From an optimization exercise on the open Yosys and OpenROAD flow, aimed at small area, a short achievable clock period and few clock cycles; shortcuts taken in it are not production practice.
The RTL of this run was laid out without a check of its function.

[flow/run.sh]
#!/bin/bash
# synth_recipe.tcl (not shown) runs the flow's synth.tcl, then flattens the netlist and writes it again
# the make line also repeats each setting of config.mk as NAME=value (left out here)
make -C /OpenROAD-flow-scripts/flow DESIGN_CONFIG=/design/flow/config.mk WORK_HOME=/design/flow/orfs CLKGATE_MAP_FILE= SYNTH_SCRIPT=/design/flow/synth_recipe.tcl finish
[flow/config.mk]
export PLATFORM = sky130hd
export DESIGN_NAME = hsh_engine
export DESIGN_NICKNAME = hsh_engine
export VERILOG_FILES = /design/flow/design.v
export SDC_FILE = /design/flow/constraint.sdc
export NUM_CORES = 4
export LEC_CHECK = 0
export CAP_MARGIN = 20
export CORE_MARGIN = 2
export CORE_UTILIZATION = 40
export SLEW_MARGIN = 20
[flow/constraint.sdc]
create_clock -name core_clock -period 11.5 [get_ports {clk}]
set_input_delay 2.3000 -clock core_clock [delete_from_list [all_inputs] [get_ports {clk}]]
set_output_delay 2.3000 -clock core_clock [all_outputs]
set_load 0.01 [all_outputs]
[flow/design.v]
module hsh_engine (
    input  wire        clk,
    input  wire        rst,         
    input  wire        req_valid,
    output wire        req_ready,
    input  wire        req_start,
    input  wire        req_final,
    input  wire [16:0] req_len,
    input  wire        in_valid,
    output wire        in_ready,
    input  wire [63:0] in_data,
    output wire        out_valid,
    input  wire        out_ready,
    output wire [63:0] out_data
);
    localparam [1:0] P_IDLE = 2'd0,
                     P_LOAD = 2'd1,    
                     P_RUN  = 2'd2,    
                     P_OUT  = 2'd3;    
    localparam [511:0] IV = {64'hcbbb9d5dc1059ed8, 64'h629a292a367cd507,
                             64'h9159015a3070dd17, 64'h152fecd8f70e5939,
                             64'h67332667ffc00b31, 64'h8eb44a8768581511,
                             64'hdb0c2e0d64f98fa7, 64'h47b5481dbefa4fa4};
    reg [1:0]    phase;
    reg          final_r;
    reg [16:0]   len_r;
    reg [9:0]    nb;         
    reg [13:0]   mw;         
    reg          padded;     
    reg [6:0]    cyc;        
    reg          wact;       
    reg          pact;       
    reg [3:0]    ocnt;       
    reg [511:0]  hv;
    reg [127:0]  cnt;
    reg [1023:0] w;          
    reg [63:0]   a, b, c, d, e, f, g, h;
    reg [63:0]   q;          
    wire [63:0] kc =
        ({64{cyc == 7'd1}} & 64'h428a2f98d728ae22) |
        ({64{cyc == 7'd2}} & 64'h7137449123ef65cd) |
        ({64{cyc == 7'd3}} & 64'hb5c0fbcfec4d3b2f) |
        ({64{cyc == 7'd4}} & 64'he9b5dba58189dbbc) |
        ({64{cyc == 7'd5}} & 64'h3956c25bf348b538) |
        ({64{cyc == 7'd6}} & 64'h59f111f1b605d019) |
        ({64{cyc == 7'd7}} & 64'h923f82a4af194f9b) |
        ({64{cyc == 7'd8}} & 64'hab1c5ed5da6d8118) |
        ({64{cyc == 7'd9}} & 64'hd807aa98a3030242) |
        ({64{cyc == 7'd10}} & 64'h12835b0145706fbe) |
        ({64{cyc == 7'd11}} & 64'h243185be4ee4b28c) |
        ({64{cyc == 7'd12}} & 64'h550c7dc3d5ffb4e2) |
        ({64{cyc == 7'd13}} & 64'h72be5d74f27b896f) |
        ({64{cyc == 7'd14}} & 64'h80deb1fe3b1696b1) |
        ({64{cyc == 7'd15}} & 64'h9bdc06a725c71235) |
        ({64{cyc == 7'd16}} & 64'hc19bf174cf692694) |
        ({64{cyc == 7'd17}} & 64'he49b69c19ef14ad2) |
        ({64{cyc == 7'd18}} & 64'hefbe4786384f25e3) |
        ({64{cyc == 7'd19}} & 64'h0fc19dc68b8cd5b5) |
        ({64{cyc == 7'd20}} & 64'h240ca1cc77ac9c65) |
        ({64{cyc == 7'd21}} & 64'h2de92c6f592b0275) |
        ({64{cyc == 7'd22}} & 64'h4a7484aa6ea6e483) |
        ({64{cyc == 7'd23}} & 64'h5cb0a9dcbd41fbd4) |
        ({64{cyc == 7'd24}} & 64'h76f988da831153b5) |
        ({64{cyc == 7'd25}} & 64'h983e5152ee66dfab) |
        ({64{cyc == 7'd26}} & 64'ha831c66d2db43210) |
        ({64{cyc == 7'd27}} & 64'hb00327c898fb213f) |
        ({64{cyc == 7'd28}} & 64'hbf597fc7beef0ee4) |
        ({64{cyc == 7'd29}} & 64'hc6e00bf33da88fc2) |
        ({64{cyc == 7'd30}} & 64'hd5a79147930aa725) |
        ({64{cyc == 7'd31}} & 64'h06ca6351e003826f) |
        ({64{cyc == 7'd32}} & 64'h142929670a0e6e70) |
        ({64{cyc == 7'd33}} & 64'h27b70a8546d22ffc) |
        ({64{cyc == 7'd34}} & 64'h2e1b21385c26c926) |
        ({64{cyc == 7'd35}} & 64'h4d2c6dfc5ac42aed) |
        ({64{cyc == 7'd36}} & 64'h53380d139d95b3df) |
        ({64{cyc == 7'd37}} & 64'h650a73548baf63de) |
        ({64{cyc == 7'd38}} & 64'h766a0abb3c77b2a8) |
        ({64{cyc == 7'd39}} & 64'h81c2c92e47edaee6) |
        ({64{cyc == 7'd40}} & 64'h92722c851482353b) |
        ({64{cyc == 7'd41}} & 64'ha2bfe8a14cf10364) |
        ({64{cyc == 7'd42}} & 64'ha81a664bbc423001) |
        ({64{cyc == 7'd43}} & 64'hc24b8b70d0f89791) |
        ({64{cyc == 7'd44}} & 64'hc76c51a30654be30) |
        ({64{cyc == 7'd45}} & 64'hd192e819d6ef5218) |
        ({64{cyc == 7'd46}} & 64'hd69906245565a910) |
        ({64{cyc == 7'd47}} & 64'hf40e35855771202a) |
        ({64{cyc == 7'd48}} & 64'h106aa07032bbd1b8) |
        ({64{cyc == 7'd49}} & 64'h19a4c116b8d2d0c8) |
        ({64{cyc == 7'd50}} & 64'h1e376c085141ab53) |
        ({64{cyc == 7'd51}} & 64'h2748774cdf8eeb99) |
        ({64{cyc == 7'd52}} & 64'h34b0bcb5e19b48a8) |
        ({64{cyc == 7'd53}} & 64'h391c0cb3c5c95a63) |
        ({64{cyc == 7'd54}} & 64'h4ed8aa4ae3418acb) |
        ({64{cyc == 7'd55}} & 64'h5b9cca4f7763e373) |
        ({64{cyc == 7'd56}} & 64'h682e6ff3d6b2b8a3) |
        ({64{cyc == 7'd57}} & 64'h748f82ee5defb2fc) |
        ({64{cyc == 7'd58}} & 64'h78a5636f43172f60) |
        ({64{cyc == 7'd59}} & 64'h84c87814a1f0ab72) |
        ({64{cyc == 7'd60}} & 64'h8cc702081a6439ec) |
        ({64{cyc == 7'd61}} & 64'h90befffa23631e28) |
        ({64{cyc == 7'd62}} & 64'ha4506cebde82bde9) |
        ({64{cyc == 7'd63}} & 64'hbef9a3f7b2c67915) |
        ({64{cyc == 7'd64}} & 64'hc67178f2e372532b) |
        ({64{cyc == 7'd65}} & 64'hca273eceea26619c) |
        ({64{cyc == 7'd66}} & 64'hd186b8c721c0c207) |
        ({64{cyc == 7'd67}} & 64'heada7dd6cde0eb1e) |
        ({64{cyc == 7'd68}} & 64'hf57d4f7fee6ed178) |
        ({64{cyc == 7'd69}} & 64'h06f067aa72176fba) |
        ({64{cyc == 7'd70}} & 64'h0a637dc5a2c898a6) |
        ({64{cyc == 7'd71}} & 64'h113f9804bef90dae) |
        ({64{cyc == 7'd72}} & 64'h1b710b35131c471b) |
        ({64{cyc == 7'd73}} & 64'h28db77f523047d84) |
        ({64{cyc == 7'd74}} & 64'h32caab7b40c72493) |
        ({64{cyc == 7'd75}} & 64'h3c9ebe0a15c9bebc) |
        ({64{cyc == 7'd76}} & 64'h431d67c49c100d4c) |
        ({64{cyc == 7'd77}} & 64'h4cc5d4becb3e42b6) |
        ({64{cyc == 7'd78}} & 64'h597f299cfc657e2a) |
        ({64{cyc == 7'd79}} & 64'h5fcb6fab3ad6faec) |
        ({64{cyc == 7'd80}} & 64'h6c44198c4a475817);
    wire [127:0] total  = cnt + {111'd0, len_r};
    wire [127:0] bitlen = {total[124:0], 3'b000};
    wire        word_in  = (mw != 14'd0);
    wire        msg_slot = wact && (cyc[6:4] == 3'd0);           
    wire        lenword  = final_r && (nb == 10'd1) && (cyc[3:1] == 3'b111);
    wire        pad_part = final_r && (mw == 14'd1) && (len_r[2:0] != 3'd0);
    wire [63:0] keep_mask = ~(64'hffffffffffffffff >> {len_r[2:0], 3'b000});
    wire [63:0] pad_bit   = 64'h8000000000000000 >> {len_r[2:0], 3'b000};
    reg  [63:0] gword;
    always @(*) begin
        if (word_in) begin
            if (pad_part)
                gword = (in_data & keep_mask) | pad_bit;
            else
                gword = in_data;
        end else if (final_r && !padded) begin
            gword = 64'h8000000000000000;
        end else if (lenword) begin
            gword = cyc[0] ? bitlen[63:0] : bitlen[127:64];
        end else begin
            gword = 64'h0;
        end
    end
    wire [63:0] w0  = w[63:0];
    wire [63:0] w1  = w[127:64];
    wire [63:0] w9  = w[639:576];
    wire [63:0] w14 = w[959:896];
    wire [63:0] w15 = w[1023:960];
    wire [63:0] ss0 = {w1[0:0], w1[63:1]} ^ {w1[7:0], w1[63:8]} ^ (w1 >> 7);
    wire [63:0] ss1 = {w14[18:0], w14[63:19]} ^ {w14[60:0], w14[63:61]} ^ (w14 >> 6);
    wire [63:0] wnext = w0 + ss0 + w9 + ss1;
    wire [63:0] bs1 = {e[13:0], e[63:14]} ^ {e[17:0], e[63:18]} ^ {e[40:0], e[63:41]};
    wire [63:0] bs0 = {a[27:0], a[63:28]} ^ {a[33:0], a[63:34]} ^ {a[38:0], a[63:39]};
    wire [63:0] ch  = (e & f) ^ (~e & g);
    wire [63:0] maj = (a & b) ^ (a & c) ^ (b & c);
    wire [63:0] t1  = q + bs1 + ch;
    wire [63:0] a_n = t1 + bs0 + maj;
    wire [63:0] e_n = t1 + d;
    wire        first = (cyc == 7'd1);
    wire [63:0] qx  = first ? hv[63:0] : g;
    wire [63:0] qy  = (first && pact) ? h : 64'd0;
    wire [63:0] q_n = qx + qy + kc + w15;
    wire [511:0] hsum = {hv[511:448] + a, hv[447:384] + b, hv[383:320] + c, hv[319:256] + d,
                         hv[255:192] + e, hv[191:128] + f, hv[127:64]  + g, hv[63:0]    + h};
    wire in_take = msg_slot && word_in;
    assign req_ready = (phase == P_IDLE);
    assign in_ready  = (phase == P_LOAD) || ((phase == P_RUN) && in_take);
    assign out_valid = (phase == P_OUT);
    assign out_data  = hv[511:448];
    wire go     = !(in_take && !in_valid);
    wire rnd_en = (cyc == 7'd0) ? pact : (cyc != 7'd1);
    wire wstep  = wact && (cyc != 7'd80);
    wire [17:0] nblk_calc = req_final ? (({1'b0, req_len} + 18'd144) >> 7)
                                      : ({1'b0, req_len} >> 7);
    always @(posedge clk) begin
        if (rst) begin
            phase <= P_IDLE;
            wact  <= 1'b0;
            pact  <= 1'b0;
        end else begin
            case (phase)
                P_IDLE: begin
                    if (req_valid) begin
                        final_r <= req_final;
                        len_r   <= req_len;
                        nb      <= nblk_calc[9:0];
                        mw      <= ({1'b0, req_len} + 18'd7) >> 3;
                        padded  <= 1'b0;
                        ocnt    <= 4'd0;
                        cyc     <= 7'd0;
                        wact    <= (nblk_calc != 18'd0);
                        pact    <= 1'b0;
                        if (req_start) begin
                            hv    <= IV;
                            cnt   <= 128'd0;
                            phase <= (nblk_calc == 18'd0) ? P_OUT : P_RUN;
                        end else begin
                            phase <= P_LOAD;
                        end
                    end
                end
                P_LOAD: begin
                    if (in_valid) begin
                        hv  <= {hv[447:0], cnt[63:0]};
                        cnt <= {in_data, cnt[127:64]};
                        ocnt <= ocnt + 4'd1;
                        if (ocnt == 4'd9) begin
                            ocnt  <= 4'd0;
                            phase <= wact ? P_RUN : P_OUT;
                        end
                    end
                end
                P_RUN: begin
                    if (go) begin
                        if (wstep) begin
                            if (msg_slot) begin
                                w <= {gword, w[1023:64]};
                                if (word_in)
                                    mw <= mw - 14'd1;
                                if (pad_part || (!word_in && final_r))
                                    padded <= 1'b1;
                            end else begin
                                w <= {wnext, w[1023:64]};
                            end
                        end
                        q <= q_n;
                        if (rnd_en) begin
                            a <= a_n;
                            b <= a;
                            c <= b;
                            d <= c;
                            e <= e_n;
                            f <= e;
                            g <= f;
                            h <= g;
                        end else if (pact) begin
                            {a, b, c, d, e, f, g, h} <= hsum;
                            hv <= hsum;
                        end else begin
                            {a, b, c, d, e, f, g, h} <= hv;
                        end
                        if (cyc == 7'd80) begin
                            cyc  <= 7'd0;
                            nb   <= nb - 10'd1;
                            pact <= 1'b1;
                            wact <= (nb != 10'd1);
                        end else if (cyc == 7'd1 && !wact) begin
                            pact  <= 1'b0;
                            cnt   <= total;
                            phase <= P_OUT;
                        end else begin
                            cyc <= cyc + 7'd1;
                        end
                    end
                end
                P_OUT: begin
                    if (out_ready) begin
                        hv  <= {hv[447:0], cnt[63:0]};
                        cnt <= {64'd0, cnt[127:64]};
                        ocnt <= ocnt + 4'd1;
                        if (ocnt == 4'd9) begin
                            ocnt  <= 4'd0;
                            phase <= P_IDLE;
                        end
                    end
                end
            endcase
        end
    end
endmodule
==> qor.csv <==
stage,metric,value,unit
die,num_rows,232,
route,ant_nets,0,
route,num_vias,129881,
route,drtPass1Iterations,9,
synthesis,ys.flop_type,edfxtp_1,
timing,finalHoldViolCount,0,
clocking,root_buffer,clkbuf_16,
timing,fin_tns_setup,0,ns
clocking,hold_buffers,0,
placed_design,post-place-ws,2.371,ns
timing,finClkSkew,0.09032,ns
flow_run,max_cap_viol_count,0,
grt,grt_antenna_before_repair,53,
cells_and_area,post-route-cell-area,176700,sq um
worst_setup_path,startpoint_type,flop,
synthesis,synth_edf_count,2294,
clocking,h-tree-depth,5,
timing,max_freq,105.5,MHz
clocking,postCtsSetupBuffers,0,
placed_design,hpwl,523100,um
route,routed_wl,680300,um
cells_and_area,syn_to_final_growth,9.878,%
clocking,cts_sinks,2298,
cells_and_area,nFillCells,38038,
grt,grt_pass1_vias,122821,
cells_and_area,multi_input_area,84560,sq um
synthesis,yosys_register_bits,2298,
timing,drv_slew,0,
die,fp.dieW,638.0,um
die,dieArea,407000,sq um
worst_setup_path,ff2ff_path_depth,24,
cells_and_area,final_cells,21140,
timing,period_share,0.8244,
timing,fin_crit,9.480,ns
timing,setup_viol,0,
worst_setup_path,end_kind,flop,
route,post-route-drc-count,0,
die,die_h,638.0,um
cells_and_area,most-common-layout-cells,"2,294 x edfxtp_1, 1,281 x nand2_1, 1,147 x a21oi_1",
die,design.core.area,399700,sq um
synthesis,yosysWarnings,1,
timing,relSlewSlack,0.1487,
cells_and_area,seq_area,68970,sq um
placed_design,dp.cells,20616,
synthesis,avgSynthCellArea,10.12,sq um
timing,setup_slack,2.020,ns
grt,grt_max_degree,193,
placed_design,place_area,167500,sq um
clocking,clk_latency,0.96,ns
synthesis,synth_fp_nets,17209,
worst_setup_path,cp.arrival,10.11,ns
synthesis,ys_types,115,
route,routed_via_density,6.144,
outcome,outcome,finished clean,
grt,grt_pass1_wl,944400,um
hold_path,worstHoldPathType,reg -> reg,
cells_and_area,final_common_cell,edfxtp_1,
clocking,cts_buffers,278,
synthesis,netlist_area,160800,sq um
synthesis,synth_cells,15882,
worst_setup_path,crit_fanout,20,
clocking,cts_tree,built,
cells_and_area,drive_above_1_share,0.04978,
grt,grt.total_usage,0.3238,
timing,worstMarginPinSlew,1.272,ns
timing,rsz0062_at_grt,no,
synthesis,ys_seq_area_frac,0.4289,
clocking,clk_pin_slew,0.06,ns
worst_setup_path,critPathKind,reg -> reg,
route,drt_iter0_drc,16630,
synthesis,async_flop_share,0,
die,ioPinCount,155,
clocking,post_cts_resized,0,
die,start_util,0.4022,
route,avgRoutedWirePerCell,32.18,um
grt,grt-ovfl-total,0,
placed_design,port_buffers,154,
clocking,cts_buffer_depth,4,
cells_and_area,fin_nets,16961,
hold_path,hold_depth,0,
placed_design,gp_congestion,1.042,
worst_setup_path,cp_data_required_time,12.13,ns
==> flip-flops by register name (all words and copies together), names as in the netlist, 64 cells and up <==
signal	flops
cnt	128
c	64
d	64
e	64
f	64
w	1024
g	64
a	64
h	64
q	64
hv	512
b	64
==> worst paths after layout <==
path	startpoint	endpoint	slack (ns)
worst min-delay path	w[782]	w[718]	0.40
worst max-delay path	cyc[2]	q[63]	2.02
worst min register to register	w[782]	w[718]	0.40
worst max register to register	cyc[2]	q[63]	2.02
==> synth_stat cells (all sizes together), types with 51 or more instances <==
cell type | count | area (sq um)
nor2b | 121 | 757.0
a21o | 611 | 4588
a22oi | 328 | 2467
mux2i | 545 | 5455
fa | 390 | 7807
a211oi | 99 | 758.2
and2 | 83 | 519.2
a31oi | 119 | 765.7
nand4 | 246 | 1539
a221o | 275 | 2753
xnor2 | 846 | 7410
buf | 146 | 807.0
ha | 849 | 10620
clkbuf | 765 | 2872
nand2 | 1286 | 4827
inv | 1028 | 3859
nand3 | 287 | 1436
a22o | 81 | 709.4
xor2 | 612 | 5360
o211ai | 67 | 508.0
nor4 | 113 | 713.2
nor3 | 277 | 1396
nor2 | 1083 | 4068
a21oi | 1151 | 5764
nand2b | 103 | 644.4
and3 | 191 | 1195
edfxtp | 2294 | 68890
o21bai | 144 | 1081
o21ai | 1017 | 5105
or2 | 51 | 319.1
o21a | 100 | 750.7
==> layer usage <==
metal,routed length [um],vias to the layer above,GRT usage,share of wire
li1,-,57697,-,-
met2,288200,6577,0.4795,0.42
met5,147,-,0,0.00022
met4,48700,20,0.1927,0.072
met1,284000,64197,0.4434,0.42
met3,59290,1390,0.05618,0.087
==> stage by stage <==
stage	hold slack, ns	utilization
2_1_floorplan	0.4003	-
3_3_place_gp	0.4001	0.4189
3_5_place_dp	0.4045	0.4190
4_1_cts	0.3786	0.4417
5_1_grt	0.4093	0.4418
6_report	0.4038	0.4420
==> critical path, cell delays in order, from the launching register on <==
cell and delay [ns]:
edfxtp_1 0.76, nor2b_1 0.30, nand2_1 0.72, nor2_1 0.51, nor2_1 0.54, nand2_1 0.25, nor3_1 0.48, nand2_1 0.09
nor3_1 0.47, fa_1 0.50, inv_1 0.07, fa_1 0.43, ha_1 0.41, and3_1 0.22, a221oi_1 0.47, a21boi_1 0.24
a31o_2 0.34, a31oi_1 0.51, o31ai_2 0.30, a2111oi_1 0.66, o41ai_1 0.19, a21oi_1 0.27, o21ai_1 0.09, a21oi_1 0.19
xnor2_1 0.09
==> kinds of logic after synthesis <==
group | after synthesis | synth area share
AOI/OAI and AO/OA | 4380 | 0.1787
xor gates and xnor gates | 1460 | 0.07970
adders and majority gates | 1242 | 0.1148
buffers and inverters | 1941 | 0.04693
DFF | 2298 | 0.4289
muxes | 552 | 0.03442
and+or+nand+nor | 4009 | 0.1165
==> cell type report <==
| class | count | share of cell area |
|---|---|---|
| tap | 5265 | 0.03729 |
| clock buffer | 323 | 0.04045 |
| multi-input combinational | 11643 | 0.4787 |
| timing repair buffer | 383 | 0.02006 |
| sequential | 2298 | 0.3904 |
| clock inverter | 173 | 0.01084 |
| antenna | 25 | 0.0003541 |
| inverter | 1030 | 0.02190 |

-- separate check: timing with driven ports --
Ports are ideal in the flow. The routed layout listed here was re-timed in OpenROAD. Step 1, drivers: a clkbuf_16 drives clk and a buf_2 each remaining input, both assumed. Step 2 moves the port delays by t, midway between the first and last clock arrival at a register: inputs arrive t later, outputs are due t later. That takes back most of the time a late clock gives input paths. a / b / c = ideal ports / drivers / drivers and shift; a / b = the first two.
t, ns: 1.024
setup slack, ns: 2.020 / 2.020 / 2.020
hold slack, ns: 0.404 / 0.404 / 0.404
slew at the worst register clock pin (ns): 0.07 / 0.07
worst data-port slew with drivers (ns): 0.19
After both steps this run still meets setup and hold. The setup slack of this run moves by 0.000 ns with the drivers and by 0.000 ns with both steps.
